This is an optimization exercise on Yosys and OpenROAD, whose aim is small area and a short achievable clock period, not a production implementation. Function was checked by simulation only, so behaviour that the tests miss may differ from the original. Power and IR drop assume default switching activity.

==> flow/design.v (outline; a module is shown in full before it is edited, if it fits) <==
// module til_lane: 738 lines
// module til_lane_unit: 221 lines
module til_lane_unit #(
    parameter LANES = 4
) (
    input                    clk,
    input                    rst,
    input                    issue,
    input  [35:0]            instr,
    input  [LANES*18-1:0]    opa,
    input  [LANES*18-1:0]    opb,
    input  [LANES-1:0]       a_end,
    input  [LANES-1:0]       assigned,
    input                    batch_start,
    input                    flag_clr,
    output [LANES-1:0]       wr_en,
    output [LANES*18-1:0]    wr_data,
    output [LANES-1:0]       pred,
    output [LANES*4-1:0]     flags,
    output reg               trap,
    output reg [3:0]         trap_code
);
  // ...
==> flow/flow/run.sh <==
#!/bin/bash
# Layout flow: the standard ORFS flow (standard.sh, standard synthesis
# unchanged), with one difference: repair_timing is asked for more setup
# slack than the 18 ns constraint needs (SETUP_SLACK_MARGIN), so that it keeps
# shortening the worst path, and it works on the worst endpoint only
# (TNS_END_PERCENT=0) rather than on every endpoint below that margin.
# make's output goes to flow.log; each ORFS step writes its own log under
# orfs/logs/.
set -euo pipefail
bash standard.sh SETUP_SLACK_MARGIN=8.5 TNS_END_PERCENT=0 finish > flow.log 2>&1
==> flow/standard.sh <==
#!/bin/bash
# synth_recipe.tcl (not shown) runs the flow's synth.tcl, then flattens the netlist and writes it again
# the make line also repeats each setting of config.mk as NAME=value (left out here)
make -C /OpenROAD-flow-scripts/flow DESIGN_CONFIG=/design/flow/config.mk WORK_HOME=/design/flow/orfs CLKGATE_MAP_FILE= SYNTH_SCRIPT=/design/flow/synth_recipe.tcl "${@:-finish}"
==> flow/config.mk <==
export PLATFORM = sky130hd
export DESIGN_NAME = til_lane_unit
export DESIGN_NICKNAME = til_lane_unit
export VERILOG_FILES = /design/flow/design.v
export SDC_FILE = /design/flow/constraint.sdc
export NUM_CORES = 8
export LEC_CHECK = 0
export CAP_MARGIN = 20
export CORE_MARGIN = 2
export CORE_UTILIZATION = 35
export PLACE_DENSITY = 0.42
export SLEW_MARGIN = 20
==> flow/constraint.sdc <==
create_clock -name core_clock -period 18.0 [get_ports {clk}]
set_input_delay 3.6000 -clock core_clock [delete_from_list [all_inputs] [get_ports {clk}]]
set_output_delay 3.6000 -clock core_clock [all_outputs]
set_load 0.01 [all_outputs]
==> results.json, run 1 <==
{
  "cts_setup_buffers": 264,
  "period_share": 0.571,
  "grtUsageMet2": 0.644,
  "cts_made_buffers": 61,
  "stdcell_area_mm2": 0.119,
  "outcome": "no timing/DRC/antenna violations",
  "synth_edf_count": 8,
  "holdPathStages": 2,
  "worst_slack_ns": 7.72,
  "grt_overflow": 0,
  "synth_ff_type": "dfxtp_1",
  "met2RoutedLength_um": 278000,
  "reg2reg_slack_ns": 9.78,
  "power_leakage_nw": 46.2,
  "synth-xor-area-share": 0.114,
  "synth-seq-cells": 451,
  "power_frac_comb": 0.910,
  "cts_tree": "done",
  "yosysWarnings": 2,
  "required_ns": 18.66,
  "vias_per_cell": 6.56,
  "power_frac_seq": 0.038,
  "seq_share": 0.0768,
  "inv_count": 1135,
  "first_iter_violations": 15528,
  "pre_cts_slack_ns": 5.19,
  "crit_end": "g_lane[2].u_lane.wr_data[0]",
  "grt_max_degree": 93,
  "antenna_found_initial": 51,
  "worstMarginPinSlew_ns": 1.33,
  "synth_area_leaders": "fa_1, dfxtp_1, xnor2_1, ha_1, nand2_1"
}
==> run 2: changes to the inputs <==
--- a/flow/flow/run.sh
+++ b/flow/flow/run.sh
@@ -7,4 +7,4 @@
 # make's output goes to flow.log; each ORFS step writes its own log under
 # orfs/logs/.
 set -euo pipefail
-bash standard.sh SETUP_SLACK_MARGIN=8.5 TNS_END_PERCENT=0 finish > flow.log 2>&1
+bash standard.sh SETUP_SLACK_MARGIN=9 TNS_END_PERCENT=0 finish > flow.log 2>&1
--- a/flow/config.mk
+++ b/flow/config.mk
@@ -5,6 +5,7 @@
 export SDC_FILE = /design/flow/constraint.sdc
 export NUM_CORES = 8
 export LEC_CHECK = 0
+export ABC_AREA = 1
 export CAP_MARGIN = 20
 export CORE_MARGIN = 2
 export CORE_UTILIZATION = 35
==> run 2 against run 1 <==
- first-iteration DRC count down 8.1%
- sequential share of layout area up 0.44 points
- sequential power about the same
- count of clock-buffer cells in the layout down 2
- wire length down 11%
- worst hold slack better by 0.029 ns
- die area down 2.5%
- fmax up 5.8%
- global-route usage down 3.4 points
- still clean
- via count down 1.3%
==> results.json, run 2 <==
{
  "track_usage": 0.400,
  "min_from": "g_lane[1].u_lane.acc0[41]",
  "dp.final_hpwl_um": 442000,
  "drc": 0,
  "regArea_mm2": 0.00911,
  "multi_input_area_mm2": 0.0803,
  "use_met1": 0.519,
  "critPathArrivalTime_ns": 10.48,
  "period_share": 0.540,
  "clock_latency_ns": 0.83,
  "synth_cell_types": 81,
  "synth_area_mm2": 0.0975,
  "grt_overflow": 0,
  "cp-startpoint": "instr[3]",
  "maxCapViolCount": 0,
  "synthAdderAreaFrac": 0.251,
  "start_kind": "input pin",
  "cts_tree": "done",
  "die_y_um": 532,
  "coreArea_mm2": 0.277,
  "crit_chain": "buf_6 > buf_12 > buf_4 > nand2_1 > inv_1 > buf_4 > a21oi_1 > inv_1 > o21ai_0 > inv_1 > a21oi_1 > o21ai_0 > nand2_1 > nor4_1 > nand3_1 > inv_1 > nor2_1 > nor2_1 > a21oi_4 > nand2_1 > nand2_1 > nand2_1",
  "reg2reg_slack_ns": 10.79,
  "setup_tns_ns": 0,
  "final_hold_viol_count": 0,
  "wl_um": 591000,
  "cp_max_fo": 93,
  "rsz0062_at_grt": "yes",
  "grt_max_degree": 127,
  "ant_nets": 0,
  "ff2ff_path_depth": 30,
  "synthCells": 14601,
  "cts_made_buffers": 61,
  "wl_per_cell_um": 32.1,
  "slew_viol_final": 0,
  "final_cell_mix": "nand2_1, nand3_1, inv_1",
  "grt_pass1_vias": 106480,
  "holdPathStages": 2,
  "fp.dieW_um": 532,
  "avgSynthCellArea_um2": 6.68,
  "vdd_drop_max_uv": 999,
  "portBuffers": 291,
  "gr-max-usage-layer": "met2",
  "grt_pass1_wl_um": 817000,
  "synth_ff_type": "dfxtp_1",
  "htree_levels": 2,
  "cp_common_cell": "nand2_1",
  "grtUsageMet2": 0.612,
  "synth_top_area_cell": "fa_1",
  "cpPeakStageDelay_ns": 0.74,
  "vias_per_cell": 6.07,
  "yosysMostFrequentCell": "nand2_1",
  "yosysWarnings": 2,
  "required_ns": 18.77,
  "drive_gt1_frac": 0.0946,
  "antenna_found_initial": 36,
  "path_delay_family": "buffers and inverters",
  "synthTopCellsByCount": "nand2_1, nand3_1, inv_1",
  "outcome": "no timing/DRC/antenna violations",
  "synth_area_leaders": "fa_1, nand2_1, nand3_1, dfxtp_1, xor2_1",
  "power_leakage_nw": 51.6,
  "r2r-end": "g_lane[0].u_lane.flags[0]",
  "grt_util_met3": 0.0824,
  "synth_compound_area_frac": 0.174,
  "final.setup_skew_ns": 0.0532,
  "min_period_ns": 9.71,
  "r2r_start": "g_lane[0].u_lane.sat0",
  "rows": 193,
  "slew_headroom": 0.157,
  "muxShareOfSynthArea": 0.00390,
  "fmax_ghz": 0.103,
  "first_pass_iters": 8,
  "synth_top_family_by_area": "simple AND/OR/NAND/NOR gates",
  "cts-root-buf": "clkbuf_16",
  "async_flop_share": 0,
  "gp_congestion": 1.01,
  "io_pins": 294,
  "synth_top_area_share": 0.184,
  "area_growth_pct": 15.0,
  "fillers": 29698,
  "synth-seq-cells": 451,
  "crit_slowest_cell": "nor2_1",
  "post-route-util": 0.405,
  "die_area_mm2": 0.283,
  "power_density_mw_per_mm2": 223,
  "clk_pin_slew_ns": 0.08,
  "synth-simple-area-share": 0.267,
  "synth-xor-area-share": 0.0993,
  "via_count": 111529,
  "synth_edf_count": 8,
  "cts_buffer_depth": 3,
  "hp-class": "register to register",
  "nets": 16234,
  "path_buf_inv": 8,
  "ys_seq_area_frac": 0.0934,
  "endpoint_kind": "register",
  "holdPathEnd": "g_lane[1].u_lane.acc0[41]",
  "cts-hold-fix-buffers": 0,
  "worstMarginPinSlew_ns": 1.26,
  "initial_core_util": 0.352,
  "cts_sinks": 451,
  "final_common_cell": "nand2_1",
  "setup_violations": 0,
  "reg_top3": "g_lane.u_lane.acc0: 168 flops, g_lane.u_lane.acc1: 168 flops, g_lane.u_lane.wr_data: 72 flops",
  "first_iter_violations": 14273,
  "crit_type": "input pin to register"
}
==> run 2: changes by cell type after synthesis, moves of 158 or more <==
cell / before / now
o21ai_0: 637 / 927
nor2_1: 1054 / 618
clkbuf_1: 794 / 634
nand3_1: 260 / 1977
inv_1: 1105 / 1694
xnor2_1: 967 / 118
a211oi_1: 256 / 37
nor3_1: 343 / 121
a22oi_1: 618 / 33
a21oi_1: 945 / 596
xor2_1: 330 / 988
nand2_1: 1314 / 2882
o22ai_1: 186 / 791
mux2i_1: 196 / 38
==> run 2: worst register-to-register path, delay by kind of cell (launching register included) <==
kind            cells  cell delay, ns
flops               1            0.38
simple gates        7            1.15
compound gates     10            1.71
buf+inv             7            1.29
fa+ha+maj           6            2.64
==> run 2: metrics by stage <==
step / area [um2] / instances / hold WS (ns) / setup slack, ns / total power, mW
floorplan: 99100 / 14602 / 0.448 / 8.53 / 14.3
global placement: 105000 / 17955 / 0.458 / 5.23 / 22.5
detailed placement: 105000 / 17958 / 0.470 / 5.17 / 22.6
CTS: 111000 / 18327 / 0.480 / 8.46 / 24.8
global route: 112000 / 18380 / 0.498 / 8.10 / 26.9
finish: 112000 / 18388 / 0.480 / 8.29 / 25.0
==> run 2: layout make-up <==
cell class / count / area share
multi-input combinational: 11397 / 0.716
sequential: 451 / 0.0813
timing repair buffer: 910 / 0.0781
inverter: 1796 / 0.0640
tap: 3705 / 0.0414
clock buffer: 87 / 0.0156
clock inverter: 25 / 0.00316
timing repair inverter: 6 / 0.000335
antenna: 11 / 0.000246
==> run 2: metal layers <==
metal / part of all wire / vias up
met3: 0.096 / 1372
met1: 0.40 / 54764
met2: 0.43 / 6537
met5: 0.00037 / -
met4: 0.071 / 26
li1: - / 48830
==> run 2: cell families after synthesis <==
logic type	count (synthesis)
buffers and inverters	2758
AOI/OAI and AO/OA	2881
xor gates and xnor gates	1106
and+or+nand+nor	5948
adders and majority gates	1418
DFF	451
muxes	38
other	1
==> run 2: worst max path at each step <==
stage                                endpoint  slack (ns)  depth (start not counted)
floorplan               g_lane[0].u_lane.sgn0        8.53                         36
global placement    g_lane[3].u_lane.flags[0]        5.23                         34
detailed placement  g_lane[3].u_lane.flags[0]        5.17                         35
CTS                 g_lane[3].u_lane.flags[0]        8.46                         38
global route            g_lane[3].u_lane.sgn0        8.10                         38
finish              g_lane[0].u_lane.flags[2]        8.29                         22
==> run 2: power breakdown <==
group          internal [mW]  switching (mW)
Clock                  0.773           0.572
Combinational           7.73            14.9
Sequential              1.03          0.0100
Total                   9.54            15.5
==> run 2: what timing repair did <==
item | 4_1_cts | 5_1_grt
resized for setup | 533 | 124
endpoints found under the hold margin | 0 | 0
setup buffers | 247 | 45
pin swaps | 64 | 54
endpoints found under the setup margin | 400 | 348
gates cloned | 10 | 5
==> run 3: changes to the inputs <==
==> flow/flow/run.sh (replaced) <==
#!/bin/bash
set -euo pipefail
bash standard.sh SYNTH_ARGS=-noabc SETUP_SLACK_MARGIN=9 TNS_END_PERCENT=0 finish > flow.log 2>&1
==> run 3 against run 2 <==
- synthesized cell count is 8.0% lower
- worst hold slack lost 0.013 ns
- count of clock-buffer cells in the layout unchanged
- still clean on timing, DRC and antenna
- wire length shrank 6.1%
- clock skew up 0.0081 ns
- final area fell by 4.9%
- critical path depth grew 4
- non-clock buffer count shrank 57
- first-iteration DRC count down 11%
- largest cell class unchanged
- cell count shrank 7.7%
- flip-flop and latch count did not move
- combinational power shrank 11%
==> results.json, run 3 <==
{
  "min_from": "g_lane[2].u_lane.acc0[1]",
  "clock_latency_ns": 0.80,
  "maxCapViolCount": 0,
  "track_usage": 0.392,
  "synth-seq-cells": 451,
  "yosysMostFrequentCell": "nand2_1",
  "path_buf_inv": 5,
  "avgSynthCellArea_um2": 6.93,
  "power_frac_comb": 0.899,
  "power_frac_seq": 0.046,
  "synth_area_leaders": "fa_1, nand2_1, dfxtp_1, xor2_1, ha_1",
  "cpPeakStageDelay_ns": 0.80,
  "wl_per_cell_um": 32.7,
  "grt_pass1_vias": 100461,
  "reg_top3": "g_lane.u_lane.acc0: 168 flops, g_lane.u_lane.acc1: 168 flops, g_lane.u_lane.wr_data: 72 flops",
  "final_common_cell": "nand2_1",
  "synthCells": 13426,
  "cp_common_cell": "nand2_1",
  "final_cells": 16975,
  "vdd_drop_max_uv": 663,
  "cts_tree": "done",
  "cts_sinks": 451,
  "rsz0062_at_grt": "yes",
  "crit_type": "input pin to register",
  "cts_buffer_depth": 3,
  "endpoint_kind": "register",
  "wl_um": 555000,
  "ys_seq_area_frac": 0.0979,
  "power_leakage_nw": 46.6,
  "synth_area_mm2": 0.0931,
  "required_ns": 18.64,
  "fmax_ghz": 0.106,
  "fillers": 28092,
  "io_pins": 294,
  "yosysWarnings": 2,
  "final_cell_mix": "nand2_1, nand3_1, inv_1",
  "internal_power_mw": 9.36,
  "first_pass_iters": 8,
  "crit_slowest_cell": "nor2_1",
  "sw_frac_of_total": 0.585,
  "grt_max_degree": 95,
  "dpl-instance-area_mm2": 0.100,
  "dp.final_hpwl_um": 401000,
  "drive_gt1_frac": 0.104,
  "synth_ff_type": "dfxtp_1",
  "synthTopCellsByCount": "nand2_1, nand3_1, inv_1",
  "final.setup_skew_ns": 0.0613,
  "slew_viol_final": 0,
  "clk_pin_slew_ns": 0.06,
  "grt_overflow": 0,
  "cts_made_buffers": 57,
  "initial_core_util": 0.351,
  "htree_levels": 2,
  "regArea_mm2": 0.00911,
  "stdcell_area_mm2": 0.107,
  "gp_congestion": 1.01,
  "power_density_mw_per_mm2": 211,
  "first_iter_violations": 12656,
  "dp.cells": 16654,
  "multi_input_area_mm2": 0.0780,
  "drc": 0,
  "worstMarginPinSlew_ns": 1.37,
  "cts-root-buf": "clkbuf_16",
  "vias_per_cell": 6.11,
  "r2r_start": "g_lane[3].u_lane.sat1",
  "critPathArrivalTime_ns": 10.03,
  "path_delay_family": "adder cells",
  "ant_nets": 0,
  "setup_violations": 0,
  "die_area_mm2": 0.270,
  "setup_tns_ns": 0,
  "p_clk_frac": 0.054,
  "hp-class": "register to register",
  "synth_cell_types": 78,
  "slew_headroom": 0.0773,
  "start_kind": "input pin",
  "cp_max_fo": 93,
  "synth_top_area_share": 0.193,
  "fp.dieW_um": 520,
  "portBuffers": 291,
  "reg2reg_slack_ns": 10.89,
  "die_y_um": 520,
  "antenna_found_initial": 39,
  "synth_edf_count": 8,
  "cts-hold-fix-buffers": 0,
  "synth_top_area_cell": "fa_1",
  "async_flop_share": 0,
  "coreArea_mm2": 0.265,
  "power.switching_mw": 13.2,
  "area_growth_pct": 14.5,
  "cp-startpoint": "instr[2]",
  "outcome": "no timing/DRC/antenna violations",
  "grt_pass1_wl_um": 765000,
  "nets": 15026,
  "rows": 189,
  "final_hold_viol_count": 0,
  "min_period_ns": 9.39,
  "via_count": 103753,
  "period_share": 0.522
}
==> run 3: worst min-delay path: cells and delay by family (launching register included) <==
kind,cells,cell delay [ns]
flops,1,0.30
buf+inv,1,0.05
compound gates,1,0.07
==> run 3: routing by layer <==
| layer | vias to the layer above | share of wire | global-route usage |
|---|---|---|---|
| li1 | 45128 | - | - |
| met1 | 51183 | 0.40 | 0.507 |
| met2 | 6051 | 0.43 | 0.594 |
| met3 | 1365 | 0.10 | 0.0939 |
| met4 | 26 | 0.074 | 0.225 |
| met5 | - | 0.00032 | 0.000351 |
==> run 3: worst paths after layout <==
check	endpoint	cells after the start
setup / recovery	g_lane[3].u_lane.acc0[33]	26
hold / removal	g_lane[2].u_lane.acc0[1]	2
setup reg to reg	g_lane[3].u_lane.acc0[33]	27
hold reg to reg	g_lane[2].u_lane.acc0[1]	2
==> run 3: cell type report <==
class	count	share of cell area
diodes	18	0.000423
clock buffers	87	0.0158
clock inverters	20	0.00228
inverters	1181	0.0439
multi-input cells	10828	0.732
flip-flops and latches	451	0.0855
well taps	3533	0.0415
repair buffers	853	0.0787
repair inverters	4	0.000329
==> run 3: power by group through the flow <==
| stage | Combinational (mW) | Clock [mW] | Sequential [mW] |
|---|---|---|---|
| after global routing | 22.2 | 1.30 | 1.04 |
| after global placement | 18.8 | 0 | 1.06 |
| final | 20.3 | 1.23 | 1.04 |
| after CTS | 19.6 | 1.27 | 1.04 |
| after detailed placement | 18.8 | 0 | 1.06 |
| after floorplan | 12.8 | 0 | 1.07 |
==> run 3: cells by family (layout without fill, tap and decap cells) <==
kind of cell / after synthesis / count (layout) / synth area share
other: 1 / 20 / 0.0000403
and+or+nand+nor: 5100 / 5104 / 0.236
DFF: 451 / 451 / 0.0979
AOI/OAI and AO/OA: 3055 / 3058 / 0.191
buffers and inverters: 2155 / 2145 / 0.0925
adders and majority gates: 1457 / 1457 / 0.268
xor gates and xnor gates: 1146 / 1146 / 0.108
muxes: 61 / 61 / 0.00656
==> run 3: repair_timing <==
action                     4_1_cts  5_1_grt
cloned                          24       15
buffers inserted               122       35
pin swaps                       72       80
setup endpoints to repair      419      346
gates resized for setup        664      235
==> run 3: per-stage QoR <==
| step | power [mW] | utilization | setup WS, ns | hold slack (ns) |
|---|---|---|---|---|
| detailed placement | 19.9 | 0.378 | 6.01 | 0.457 |
| global placement | 19.9 | 0.378 | 5.59 | 0.453 |
| floorplan | 13.9 | - | 8.69 | 0.442 |
| finish | 22.5 | 0.402 | 8.61 | 0.467 |
| global route | 24.6 | 0.402 | 8.50 | 0.482 |
| CTS | 22.0 | 0.398 | 8.81 | 0.469 |

[re-timing with driven ports]
The results above use ideal ports. As a check the final layouts listed here were re-extracted and re-timed, cells and wires unchanged. Step 1 sets driving cells, clkbuf_16 on the clock port and buf_2 on the other inputs (assumed; they add their load-dependent delay and slew). Step 2 adds t to the input delays and takes it off the output delays; t is the mean of the earliest and latest rising clock arrival at the registers after step 1. Input paths then give back, and output paths get back, about the clock's delay inside the block. Three values: no drivers, after step 1, after step 2; two values: the first two.
run	t, ns	setup slack, ns	hold slack, ns	slew at the worst register clock pin (ns)	pins driven straight from the clock port
run 1	0.867	7.725 / 7.725 / 6.858	0.451 / 0.451 / 0.451	0.09 / 0.09	1
run 2	0.893	8.288 / 8.204 / 7.311	0.480 / 0.480 / 0.480	0.09 / 0.09	1
run 3	0.870	8.608 / 8.585 / 7.715	0.467 / 0.467 / 0.467	0.07 / 0.07	1
After both steps setup and hold are still met in every run listed. For run 2, which loses most, drivers alone change the setup slack by -0.084 ns; drivers and shift together by -0.977 ns.
